Background: an optimization exercise with open tools, aiming at small area, a short achievable clock period and few clock cycles per item. Do not read the settings as production practice. In this exercise RTL edits were held to simulation tests only and were not proved equivalent to the original.

<file path="design.v">
module qe_mix (
    input  wire        clk,
    input  wire        rst,
    input  wire        in_valid,
    output wire        in_ready,
    input  wire [23:0] in_sample,
    input  wire [23:0] in_gain,
    input  wire        in_last,
    input  wire [23:0] in_dgain,
    output reg         out_valid,
    input  wire        out_ready,
    output reg  [23:0] out_sample,
    output reg  [1:0]  out_clip
);
    localparam signed [55:0] HALF56 = 56'sd2097152;    
    localparam signed [47:0] HALF48 = 48'sd2097152;
    wire adv = !out_valid || out_ready;
    assign in_ready = adv;
    wire take = in_valid && in_ready;
    reg               p_valid;
    reg               p_last;
    reg signed [47:0] p_prod;
    reg        [23:0] p_dgain;
    reg               a_open;      
    reg               a_valid;     
    reg signed [55:0] a_acc;
    reg        [23:0] a_dgain;
    reg               r_valid;
    reg signed [23:0] r_s1;
    reg               r_clip1;
    reg        [23:0] r_dgain;
    reg               m_valid;
    reg signed [47:0] m_prod;
    reg               m_clip1;
    wire signed [55:0] a_base = a_open ? a_acc : 56'sd0;
    wire signed [55:0] a_sum  = a_base + {{8{p_prod[47]}}, p_prod};
    wire signed [55:0] r_rnd  = a_acc + HALF56;
    wire signed [33:0] r_q    = r_rnd[55:22];
    wire               r_hi   = (r_q > 34'sd8388607);
    wire               r_lo   = (r_q < -34'sd8388608);
    wire signed [23:0] r_sat  = r_hi ? 24'sh7FFFFF : r_lo ? 24'sh800000 : r_q[23:0];
    wire signed [47:0] o_rnd  = m_prod + HALF48;
    wire signed [25:0] o_q    = o_rnd[47:22];
    wire               o_hi   = (o_q > 26'sd8388607);
    wire               o_lo   = (o_q < -26'sd8388608);
    wire signed [23:0] o_sat  = o_hi ? 24'sh7FFFFF : o_lo ? 24'sh800000 : o_q[23:0];
    always @(posedge clk) begin
        if (rst) begin
            p_valid   <= 1'b0;
            a_open    <= 1'b0;
            a_valid   <= 1'b0;
            r_valid   <= 1'b0;
            m_valid   <= 1'b0;
            out_valid <= 1'b0;
        end else if (adv) begin
            p_valid <= take;
            if (take) begin
                p_last  <= in_last;
                p_prod  <= $signed(in_sample) * $signed(in_gain);
                p_dgain <= in_dgain;
            end
            a_valid <= p_valid && p_last;
            if (p_valid) begin
                a_acc  <= a_sum;
                a_open <= !p_last;
                if (p_last)
                    a_dgain <= p_dgain;
            end
            r_valid <= a_valid;
            if (a_valid) begin
                r_s1    <= r_sat;
                r_clip1 <= r_hi || r_lo;
                r_dgain <= a_dgain;
            end
            m_valid <= r_valid;
            if (r_valid) begin
                m_prod  <= r_s1 * $signed(r_dgain);
                m_clip1 <= r_clip1;
            end
            out_valid <= m_valid;
            if (m_valid) begin
                out_sample <= o_sat;
                out_clip   <= {o_hi || o_lo, m_clip1};
            end
        end
    end
endmodule
</file>
<file path="run.sh">
#!/bin/bash
# synth_recipe.tcl (not shown) runs the flow's synth.tcl, then flattens the netlist and writes it again
# the make line also repeats each setting of config.mk as NAME=value (left out here)
make -C /OpenROAD-flow-scripts/flow DESIGN_CONFIG=/design/flow/config.mk WORK_HOME=/design/flow/orfs CLKGATE_MAP_FILE= SYNTH_SCRIPT=/design/flow/synth_recipe.tcl finish
</file>
<file path="config.mk">
export PLATFORM = sky130hd
export DESIGN_NAME = qe_mix
export DESIGN_NICKNAME = qe_mix
export VERILOG_FILES = /design/flow/design.v
export SDC_FILE = /design/flow/constraint.sdc
export NUM_CORES = 4
export LEC_CHECK = 0
export CAP_MARGIN = 20
export CORE_MARGIN = 2
export CORE_UTILIZATION = 40
export SLEW_MARGIN = 20
</file>
<file path="constraint.sdc">
create_clock -name core_clock -period 9.0 [get_ports {clk}]
set_input_delay 1.8000 -clock core_clock [delete_from_list [all_inputs] [get_ports {clk}]]
set_output_delay 1.8000 -clock core_clock [all_outputs]
set_load 0.01 [all_outputs]
</file>
==> parameters.txt <==
Parameter                              Value

Yosys
  Proportion of synthesized chip area in sequential cells    14.3%
  Largest family of logic cells by synthesized area    adder cells
  Gate count after technology mapping    5556
  Post-synthesis adder-cell area fraction    51.9%
  Cell types occupying the most area after synthesis    sky130_fd_sc_hd__fa_1 45%, sky130_fd_sc_hd__edfxtp_1 14%, sky130_fd_sc_hd__inv_1 8.5%
  Synth top cells by count    1243 x sky130_fd_sc_hd__inv_1, 1214 x sky130_fd_sc_hd__fa_1, 689 x sky130_fd_sc_hd__nand2_1
  Most used flip-flop cell after synthesis    sky130_fd_sc_hd__edfxtp_1
  Proportion of register bits with asynchronous set or reset after synthesis    0%
  Number of warnings reported in the yosys synthesis log    1
  Mux contribution to synthesized area    0.0573%
  Dominant cell type by area after synthesis    sky130_fd_sc_hd__fa_1
  Total standard cell area after synthesis    54600 um2
  Area share of the largest cell type after synthesis    44.5%
  Count of state elements after synthesis    262
  Xor/xnor cell area share of the yosys netlist    3.00%
  Area share of and/or/nand/nor cells after synthesis    15.1%
  Top-count cell post-synth    sky130_fd_sc_hd__inv_1
  Number of enable-type register cells in the synthesized netlist    256
  Net count after synthesis    7168
  Mapped Avg Cell Area    9.82 um2
  Compound-gate portion of the synthesized area    5.41%
  Count of distinct cell types in the synthesized netlist    96

Worst setup path
  Type of origin of the critical path    input port
  Class of the most critical setup path    input port to flop
  Top cell family by delay on the critical path    adder cells
  Worst EP arrival    8820 ps
  Kind of capture point of the worst setup path    flop
  Largest driver fanout on the critical path    10
  Launch instance of the worst register-to-register path    r_dgain[3]
  Crit-path max cell delay    560 ps
  Most frequent CP cell    sky130_fd_sc_hd__fa_1
  Worst-case register-to-register setup slack    880 ps
  Reg2Reg Capture Point    m_prod[44]
  Cell with the largest stage delay on the worst path    sky130_fd_sc_hd__fa_1
  Logic depth of the worst register-to-register path    23
  Combined buffer and inverter count along the critical path    9
  Worst Path Required    9380 ps

Placement
  Gpl congestion    0.873
  Cell Count Post-Placement    7416
  Half-perimeter wire length after placement    110000 um
  Number of input and output port buffers inserted    104

CTS
  Root Buffer Master    sky130_fd_sc_hd__clkbuf_16
  Clk buf depth    3
  CTS-repair resized insts    0
  TritonCTS Buffers    29
  Clock transition time at the flip-flop clock pins of the worst setup and hold paths    60 ps
  Clk sink count    262
  Hold bufs inserted after CTS    0
  TritonCTS clock tree    done
  Clock latency on the worst-skew pair    630 ps
  CTS H-tree lvls    1
  Number of buffers inserted by post-CTS setup repair    0

Finish
  Post-layout instance count excluding filler cells    7470
  Net total in the final layout    7278
  Final-layout fill cell count    13100
  Growth of design area from synthesis to finish    9.90%
  Fraction of layout cells with a size suffix above 1    5.19%
  Antenna fix cells    0
  Final Util    44.3%

Floorplan
  I/O pins    105
  Core Box Area    135000 um2
  Die Span Y    373 um
  Die width    373 um
  Starting density of the core    40.3%
  Full die area    139000 um2
  Placement Rows    135

Timing
  Normalized max-slew margin    31.0%
  Worst-Margin Slew    1040 ps
  Fmax achieved    118 MHz
  Slew Limit Fails    0
  Setup violators final    0
  Minimum period implied by the final worst setup slack    8450 ps
  Unrepaired setup endpoints after global routing    no
  Worst setup skew after layout    29.2 ps
  Hold Vio Cnt, Final    0
  Tcrit/Tclk final    93.9%

Min path
  Hold Path Sink    r_dgain[5]
  Number of cells traversed by the worst hold path    0
  Worst hold path type    flop to flop
  Hold path start    a_dgain[5]

Global routing
  Global routing usage on met1    27.0%
  Number of global-route vias before repair    41000
  GR met3 Demand/Resource    1.63%
  Met2 routing resource usage after global routing    33.1%
  Wire length of the first global-routing pass    219000 um
  Maximum number of pins on one net before global-route repair    68
  Total routing usage reported by global routing    19.4%
  Most utilized layer in the global route result    met2
  Initial antenna violation count    1
  Overflow left after global routing    0

Drt
  Total DRC errors in the routed layout    0
  Avg Vias per Cell    4.99
  Detailed-route via count    37300
  Post-detailed-route count of antenna-violating nets    0
  TritonRoute pass-1 iters    5
  Number of DRC markers after the initial detailed-route iteration    2069
  Drt wl/cell    17.6 um
  Drt total wl    131000 um

Flow run
  Max-cap violation count    0

Run status
  Run status    complete, no violations
[placed cells by master (no fill, tap or decap), drive strengths merged, types with 51 or more instances in the layout]
cell	netlist	routed
xnor2	127	127
edfxtp	256	256
clkdlybuf4s50	0	104
xor2	59	59
nand3	54	54
and2	593	593
nand2	690	690
a21o	51	51
ha	321	321
inv	1244	1246
o21ai	124	124
buf	28	209
a21oi	129	129
nor2	126	126
fa	1214	1214
[stage by stage]
stage               TNS (ps)  instance area (um2)  setup WS [ps]  hold slack, ps
floorplan                  0                54600            735             400
global placement        -193                58900          -57.9             402
detailed placement      -452                58900          -92.3             405
CTS                        0                60000            571             417
global route               0                60000            242             421
finish                     0                60000            553             416
[layer usage]
layer	up-vias	share of wire, %
met2	941	48
met3	165	4.9
met5	-	0
met4	0	2.2
met1	19200	45
li1	17000	-
[how the worst max path moves through the flow]
stage                              from          to  depth (start not counted)
final                        in_gain[0]  p_prod[43]                         27
after global routing         in_gain[0]  p_prod[42]                         26
after CTS                    in_gain[0]  p_prod[44]                         27
after detailed placement     in_gain[0]  p_prod[44]                         27
after global placement       in_gain[0]  p_prod[46]                         26
after floorplan           in_sample[23]  p_prod[46]                         24
[worst register-to-register path: cells and delay by family (launching register included)]
kind / cells / cell delay, ps
AO/OA/AOI/OAI: 6 / 1800
buffers and inverters: 5 / 260
XOR/XNOR: 1 / 150
adder cells (fa/ha/maj): 8 / 3930
AND/OR/NAND/NOR: 3 / 890
flip-flops: 1 / 830
[state kept, by name, indices dropped and copies added, names as in the netlist, 24 cells and up]
signal      count
a_dgain        24
r_s1           24
p_dgain        24
r_dgain        24
out_sample     24
m_prod         27
a_acc          56
p_prod         48
[kinds of logic after synthesis]
kind of cell,count (synthesis)
simple gates,1633
buf+inv,1479
mux,3
fa+ha+maj,1535
xor+xnor,186
compound gates,458
flops,262
[cell type report]
cell class	count	area (um2)	share of cell area, %
sequential	262	7810	13.0
clock inverter	23	305	0.509
inverter	1245	4670	7.79
multi-input combinational	3815	41200	68.6
timing repair buffer	313	3060	5.10
tap	1781	2230	3.71
clock buffer	31	733	1.22
Testbench counts, summed over its fixed seeds: cycles 14,385, items 3,200.

re-timing with driven ports:
No port has a modelled driver above. Below, the same layout with a new extraction and two added sets of constraints. Step 1 (the two cells are an assumption about what drives the block):
set clk [get_ports {clk}]
set_driving_cell -lib_cell sky130_fd_sc_hd__clkbuf_16 $clk
set_driving_cell -lib_cell sky130_fd_sc_hd__buf_2 [delete_from_list [all_inputs] $clk]
Step 2 times the ports against the registers' clock, not the clock port: input delays grow and output delays shrink by t, the midpoint of the rising clock arrivals with the driver on. Three values: ideal ports, drivers, drivers and shift; two values: the first two.
shift t [ns]: 0.680
slack for setup (ns): 0.553 / 0.598 / -0.083
latest minus earliest clock arrival (ns): 0.029 / 0.029
worst register clock-pin slew, ns: 0.07 / 0.07
With both steps, setup timing fails in this run, where it was met with ideal ports. For this run, drivers alone change the setup slack by +0.045 ns; drivers and shift together by -0.636 ns.
